Background: an optimization exercise with open tools, aiming at small area and a short achievable clock period. Do not read the settings as production practice. The RTL was checked by simulation tests, not by an equivalence proof against the original design. Power and IR drop assume default switching activity.

==> flow/design.v (excerpt) <==
module lacc_slot (
    input  wire         clk,
    input  wire         rst,           
    input  wire         term_valid,
    input  wire [3:0]   term_fmt,      
    input  wire [335:0] term_data,
    input  wire [3:0]   term_flags,    
    input  wire         clr,
    input  wire         rd_valid,
    input  wire [2:0]   rd_dest,       
    input  wire [1:0]   rd_mode,       
    output reg          out_valid,
    output reg  [63:0]  out_data,
    output reg  [3:0]   out_flags      
);
export LEC_CHECK = 0
export CAP_MARGIN = 20
export CORE_MARGIN = 2
export CORE_UTILIZATION = 35
export PLACE_DENSITY = 0.5
export SLEW_MARGIN = 20
export SYNTH_HIERARCHICAL = 1
create_clock -name core_clock -period 17.5 [get_ports {clk}]
run.sh (not shown) runs the stock make flow with config.mk's settings and CLKGATE_MAP_FILE= SYNTH_SCRIPT=/design/flow/synth_recipe.tcl, a recipe that flattens the netlist after the stock synthesis.
The first run finished with timing, DRC and antenna clean.
==> next run, changes <==
==> flow/flow/run.sh (new file) <==
#!/bin/bash
# The standard layout (standard.sh) with two changes to how it is made:
# timing repair aims at a tighter setup-slack target, and the port buffers
# are plain buffers instead of delay cells. The clock period and all
# constraints are unchanged; every port still gets its buffer.
export SETUP_SLACK_MARGIN=11.8
export BUFFER_PORTS_ARGS="-buffer_cell sky130_fd_sc_hd__buf_1"
bash standard.sh > standard_run.log 2>&1
==> flow/standard.sh (new file) <==
#!/bin/bash
# synth_recipe.tcl (not shown) runs the flow's synth.tcl, then flattens the netlist and writes it again
# the make line also repeats each setting of config.mk as NAME=value (left out here)
make -C /OpenROAD-flow-scripts/flow DESIGN_CONFIG=/design/flow/config.mk WORK_HOME=/design/flow/orfs CLKGATE_MAP_FILE= SYNTH_SCRIPT=/design/flow/synth_recipe.tcl "${@:-finish}"
Settings changed: CORE_UTILIZATION 35 to 40, CTS_BUF_LIST from default to sky130_fd_sc_hd__clkbuf_8, PLACE_DENSITY 0.5 to 0.55, TNS_END_PERCENT from default to 30.
removed: flow/run.sh
After rerunning:
- The new run passed the timing, design-rule and antenna checks
- routed wire length increases by 1.9%
- synthesized area stays the same
- design area went up by 4.7%
- non-clock buffer count goes up by 288

========
lane 1:
lacc_slot again, from the RTL that the note above started with.
clock: 17.5 ns
lec_check: 0
cap_margin: 20
core_margin: 2
core_utilization: 45
place_density: 0.6
slew_margin: 20
synth_hierarchical: 1
tns_end_percent: 30
standard.sh (not shown) runs the stock make flow with config.mk's settings and CLKGATE_MAP_FILE= SYNTH_SCRIPT=/design/flow/synth_recipe.tcl, a recipe that flattens the netlist after the stock synthesis.
==> flow/flow/run.sh <==
#!/bin/bash
# The standard layout (standard.sh), with timing repair aimed at a
# tighter setup-slack target. The clock period and constraints are unchanged.
export SETUP_SLACK_MARGIN=11
bash standard.sh > standard_run.log 2>&1
The inputs of lane 2 differ from those of lane 1 as listed below.
==> flow/flow/run.sh <==
#!/bin/bash
# The standard layout (standard.sh) with two changes to how it is made:
# timing repair aims at a tighter setup-slack target, and the port buffers
# are plain buffers instead of delay cells. The clock period and all
# constraints are unchanged; every port still gets its buffer.
export SETUP_SLACK_MARGIN=11.8
export BUFFER_PORTS_ARGS="-buffer_cell sky130_fd_sc_hd__buf_1"
bash standard.sh > standard_run.log 2>&1
diff --git a/flow/config.mk b/flow/config.mk
--- a/flow/config.mk
+++ b/flow/config.mk
@@ -8,7 +8,8 @@
 export CAP_MARGIN = 20
 export CORE_MARGIN = 2
-export CORE_UTILIZATION = 45
-export PLACE_DENSITY = 0.6
+export CORE_UTILIZATION = 38
+export CTS_BUF_LIST = sky130_fd_sc_hd__clkbuf_8
+export PLACE_DENSITY = 0.55
 export SLEW_MARGIN = 20
 export SYNTH_HIERARCHICAL = 1
-export TNS_END_PERCENT = 30
+export TNS_END_PERCENT = 10
Notes after the runs:
Lane 1 -> lane 2: total power increased by a few percent. Lane 2 vs. lane 1: multi-input gate share of total cell area went up by 0.93 points. Going from lane 1 to lane 2, critical path depth grew by a little under 10%.

========
Another version of the RTL of lacc_slot (not shown whole).
For scale: ~7,800 cells after synthesis, about 0.064 mm^2 of cells after synthesis.
export LEC_CHECK = 0
export CAP_MARGIN = 20
export CORE_MARGIN = 2
export CORE_UTILIZATION = 38
export CTS_BUF_LIST = sky130_fd_sc_hd__clkbuf_8
export PLACE_DENSITY = 0.55
export SLEW_MARGIN = 20
export SYNTH_HIERARCHICAL = 1
export TNS_END_PERCENT = 30
create_clock -name core_clock -period 17.5 [get_ports {clk}]
==> flow/flow/run.sh <==
#!/bin/bash
# The standard layout (standard.sh) with two changes to how it is made:
# timing repair aims at a tighter setup-slack target, and the port buffers
# are plain buffers instead of delay cells. The clock period and all
# constraints are unchanged; every port still gets its buffer.
export SETUP_SLACK_MARGIN=11.5
export BUFFER_PORTS_ARGS="-buffer_cell sky130_fd_sc_hd__buf_1"
bash standard.sh > standard_run.log 2>&1
The first run finished clean.
Rerun with:
--- a/flow/flow/run.sh
+++ b/flow/flow/run.sh
@@ -6 +6 @@
-export SETUP_SLACK_MARGIN=11.5
+export SETUP_SLACK_MARGIN=11
- CTS_BUF_LIST: sky130_fd_sc_hd__clkbuf_8 -> default
Outcome:
- sequential share of layout area came out higher by 0.48 points
- worst setup slack loses 0.22 ns
- routed wire length is lower by about 1.7%
- synthesized cell count stays the same
- power came out lower by 4.9%
- final area shrinks by 2.1%
- die area stays the same
- register-to-register slack degrades by 0.22 ns

==> re-timing with driven ports <==
In the flow no input, the clock included, has a driving cell. The finished layouts below were timed again as built, in two steps.
Step 1 sets driving cells, clkbuf_16 on the clock port and buf_2 on the other inputs (assumed; they add their load-dependent delay and slew).
Step 2 moves the port delays by t, midway between the first and last clock arrival at a register: inputs arrive t later, outputs are due t later. That takes back most of the time a late clock gives input paths.
a / b / c = ideal / step 1 / step 2; a / b = the first two.
run | shift t [ns] | setup WS [ns] | latest minus earliest clock arrival (ns) | worst register clock-pin slew, ns | worst data-port slew with drivers (ns)
the first run of note 1 | 0.890 | 7.404 / 7.404 / 7.404 | 0.082 / 0.082 | 0.07 / 0.07 | 0.16
the second run of note 1 | 1.083 | 11.016 / 11.016 / 10.691 | 0.149 / 0.149 | 0.08 / 0.08 | 0.10
lane 1 | 0.843 | 10.957 / 10.957 / 10.272 | 0.073 / 0.073 | 0.07 / 0.07 | 0.09
lane 2 | 1.095 | 10.794 / 10.794 / 10.177 | 0.057 / 0.057 | 0.09 / 0.09 | 0.11
the first run of note 3 | 1.028 | 10.623 / 10.623 / 9.985 | 0.088 / 0.089 | 0.08 / 0.08 | 0.14
the second run of note 3 | 0.901 | 10.399 / 10.399 / 10.086 | 0.088 / 0.088 | 0.07 / 0.07 | 0.12
After both steps setup and hold are still met in every run listed. The setup slack of lane 1, which loses most, moves by 0.000 ns with the drivers and by -0.685 ns with both steps.
